Context: an optimization exercise on an open-source flow, tuned for small area, a short achievable clock period and few clock cycles. The choices shown serve that exercise and are no tape-out recipe. In this exercise RTL edits were held to simulation tests only and were not proved equivalent to the original.

Setup of old:
==> flow/design.v (excerpt) <==
module dec_unit (
    input  wire         clk,
    input  wire         rst,         
    input  wire         in_valid,
    output wire         in_ready,
    input  wire [2:0]   op,          
    input  wire [2:0]   size,        
    input  wire [2:0]   dmode,       
    input  wire [4:0]   digits,      
    input  wire [127:0] a,           
    input  wire [127:0] m,           
    output reg          out_valid,
    output reg  [127:0] result,
    output reg  [127:0] breakage,
    output reg          flag_n,
    output reg          flag_z,
    output reg          flag_c,
    output reg          flag_v,
    output reg          dov,
    output reg          ddata
);
    localparam OP_DAD  = 3'd0, OP_DSB  = 3'd1, OP_DMUL = 3'd2, OP_DRND = 3'd3,
               OP_DCMP = 3'd4, OP_DVAL = 3'd5, OP_DCVB = 3'd6, OP_BCVD = 3'd7;
    function [3:0] m5;
        input [3:0] d;
        begin
            m5[3] = d[3] | (d[2] & (d[1] | d[0]));
            m5[2] = (d[2] & ~d[1] & ~d[0]) | (d[3] & d[0]);
            m5[1] = (d[1] & d[0]) | (d[1] & ~d[2]) | (d[3] & ~d[0]);
            m5[0] = (d[0] & ~d[2] & ~d[3]) | (d[2] & d[1] & ~d[0]) | (d[3] & ~d[0]);
        end
    endfunction
    function [127:0] bcd_add;
        input [127:0] x;
        input [127:0] y;
        input         cin;
        integer k;
        reg [4:0]  z;
        reg [3:0]  h, hm;
        reg [31:0] g, p;
        reg [32:0] c;
        reg        c1, c2, c3;
        reg [127:0] zz;
        reg [31:0]  zc;
        begin
            for (k = 0; k < 32; k = k + 1) begin
                z[0] = x[4*k] ^ y[4*k];
                c1   = x[4*k] & y[4*k];
                z[1] = x[4*k+1] ^ y[4*k+1] ^ c1;
                c2   = (x[4*k+1] & y[4*k+1]) | (c1 & (x[4*k+1] ^ y[4*k+1]));
  ...
For scale: ~13,000 cells after synthesis, ~550 flip-flops, roughly 540 I/O pins, about 82,000 µm² of cells after synthesis.
==> flow/config.mk <==
export PLATFORM = sky130hd
export DESIGN_NAME = dec_unit
export DESIGN_NICKNAME = dec_unit
export VERILOG_FILES = /design/flow/design.v
export SDC_FILE = /design/flow/constraint.sdc
export NUM_CORES = 8
export LEC_CHECK = 0
export ABC_AREA = 1
export CAP_MARGIN = 30
export CORE_MARGIN = 2
export CORE_UTILIZATION = 40
export PLACE_DENSITY = 0.6
export SLEW_MARGIN = 30
==> flow/constraint.sdc <==
create_clock -name core_clock -period 80.0 [get_ports {clk}]
set_input_delay 16.0000 -clock core_clock [delete_from_list [all_inputs] [get_ports {clk}]]
set_output_delay 16.0000 -clock core_clock [all_outputs]
set_load 0.01 [all_outputs]
standard.sh (not shown) runs the stock make flow with config.mk's settings and CLKGATE_MAP_FILE= SYNTH_SCRIPT=/design/flow/synth_recipe.tcl, a recipe that flattens the netlist after the stock synthesis.
==> flow/flow/run.sh <==
#!/bin/bash
# The standard layout (the standard.sh, unchanged synthesis and steps), with
# one change: the port buffers that global placement inserts on every input and
# output are sky130_fd_sc_hd__buf_2 cells instead of the delay buffers
# (clkdlybuf4s50_1) that buffer_ports picks by default. The make output goes to
# standard.log; each ORFS step writes its own log under orfs/logs/.
set -euo pipefail
export BUFFER_PORTS_ARGS="-buffer_cell sky130_fd_sc_hd__buf_2"
bash standard.sh > standard.log 2>&1
old reached the final stage; the timing, design-rule and antenna checks on its layout passed.
Testbench counts of old, summed over its fixed seeds: cycles 6,381.
Modified inputs, new compared to old
- changing CAP_MARGIN from 30 to 20
- changing SLEW_MARGIN from 30 to 20
==> flow/run.sh (new file) <==
#!/bin/bash
# synth_recipe.tcl (not shown) runs the flow's synth.tcl, then flattens the netlist and writes it again
# the make line also repeats each setting of config.mk as NAME=value (left out here)
make -C /OpenROAD-flow-scripts/flow DESIGN_CONFIG=/design/flow/config.mk WORK_HOME=/design/flow/orfs CLKGATE_MAP_FILE= SYNTH_SCRIPT=/design/flow/synth_recipe.tcl finish
removed: flow/flow/run.sh
removed: flow/standard.sh
Findings:
Diff old -> new: final setup slack of the worst path fell 0.36 ns, sequential share of cell area fell 0.36 points, setup slack at placement fell 0.46 ns.
Re number of ordinary and repair buffers in the finished layout: new and old aren't equal, and the lower value belongs to old.


Another version of the RTL of dec_unit (not shown whole).
For scale: ~13000 cells after synthesis, ~550 flip-flops, roughly 82000 sq um of cells after synthesis.
Settings: LEC_CHECK=0, ABC_AREA=1, CAP_MARGIN=30, CORE_MARGIN=2, CORE_UTILIZATION=60, PLACE_DENSITY=0.72, SLEW_MARGIN=30; clock period 80.0 ns.
==> flow/flow/run.sh <==
#!/bin/bash
# The standard layout (the standard.sh, unchanged synthesis and steps), with
# one change: the port buffers that global placement inserts on every input and
# output are sky130_fd_sc_hd__buf_2 cells instead of the delay buffers
# (clkdlybuf4s50_1) that buffer_ports picks by default. The make output goes to
# standard.log; each ORFS step writes its own log under orfs/logs/.
set -euo pipefail
export BUFFER_PORTS_ARGS="-buffer_cell sky130_fd_sc_hd__buf_2"
bash standard.sh > standard.log 2>&1
Testbench counts at the start, summed over its fixed seeds: cycles 5,902.
==> next run, changes <==
--- a/flow/config.mk
+++ b/flow/config.mk
@@ -7,7 +7,7 @@
 export LEC_CHECK = 0
 export ABC_AREA = 1
-export CAP_MARGIN = 30
+export CAP_MARGIN = 20
 export CORE_MARGIN = 2
-export CORE_UTILIZATION = 60
-export PLACE_DENSITY = 0.72
-export SLEW_MARGIN = 30
+export CORE_UTILIZATION = 40
+export PLACE_DENSITY = 0.6
+export SLEW_MARGIN = 20
Effect: Now the flow completed, yet does not pass: max-capacitance violations, max-slew violations. Final area is higher by 1.4%. Wire length goes up by 3.7%.
==> next run, changes <==
--- a/flow/config.mk
+++ b/flow/config.mk
@@ -7,7 +7,7 @@
 export LEC_CHECK = 0
 export ABC_AREA = 1
-export CAP_MARGIN = 20
+export CAP_MARGIN = 30
 export CORE_MARGIN = 2
 export CORE_UTILIZATION = 40
 export PLACE_DENSITY = 0.6
-export SLEW_MARGIN = 20
+export SLEW_MARGIN = 30
- Now the flow ran to the end with no violations
- sequential share of layout area is about the same
- utilization hardly moves
- synthesized cell count is unchanged
- global-route usage stays flat
- final cell count stays flat
- final area barely changes
- clock skew is about the same
- synthesized area is unchanged
- sequential cell count stays the same
- routed wire length barely changes
==> next run, changes <==
==> flow/flow/run.sh (replaced) <==
#!/bin/bash
# The standard layout (the standard.sh, unchanged synthesis and steps), with
# one change: the port buffers that global placement inserts on every input and
# output are sky130_fd_sc_hd__buf_1 cells instead of the delay buffers
# (clkdlybuf4s50_1) that buffer_ports picks by default. The make output goes to
# standard.log; each ORFS step writes its own log under orfs/logs/.
set -euo pipefail
export BUFFER_PORTS_ARGS="-buffer_cell sky130_fd_sc_hd__buf_1"
bash standard.sh > standard.log 2>&1
Result:
- setup slack loses 0.50 ns
- routed wire length drops by 1.9%
- area after synthesis does not change
- die area stays the same
- via count increases by 0.45%
- global-route usage shrinks by 0.94 points
- design area drops by 1.0%
- utilization is lower by 0.46 points

==> what the ideal ports hide <==
No port has a modelled driver above. Below, the same layouts with a new extraction and two added sets of constraints. Step 1 assumes that a clkbuf_16 drives the clock port and a buf_2 every other input. Step 2 also shifts input and output timing later by t, the mid clock arrival at the registers, as if the neighbouring blocks saw the same clock. a / b / c = no drivers / after step 1 / after step 2; a / b = the first two.
| run | shift t [ns] | slack for setup (ns) | hold slack, ns | latest minus earliest clock arrival (ns) | slew at the worst register clock pin (ns) |
|---|---|---|---|---|---|
| old | 0.873 | 62.189 / 62.083 / 62.427 | 0.454 / 0.454 / 0.454 | 0.094 / 0.093 | 0.08 / 0.08 |
| new | 0.914 | 61.828 / 61.721 / 61.816 | 0.469 / 0.469 / 0.469 | 0.059 / 0.058 | 0.10 / 0.10 |
| the first run of note 2 | 0.847 | 61.274 / 61.274 / 61.034 | 0.472 / 0.472 / 0.472 | 0.064 / 0.064 | 0.08 / 0.08 |
| the second run of note 2 | 0.869 | 61.700 / 61.782 / 60.913 | 0.493 / 0.493 / 0.493 | 0.090 / 0.090 | 0.10 / 0.10 |
| the third run of note 2 | 0.887 | 61.918 / 61.970 / 61.115 | 0.490 / 0.490 / 0.490 | 0.091 / 0.091 | 0.10 / 0.10 |
| the fourth run of note 2 | 0.871 | 61.420 / 61.492 / 60.621 | 0.488 / 0.488 / 0.488 | 0.057 / 0.056 | 0.08 / 0.08 |
The setup slack of the third run of note 2, which loses most, moves by +0.052 ns with the drivers and by -0.803 ns with both steps.
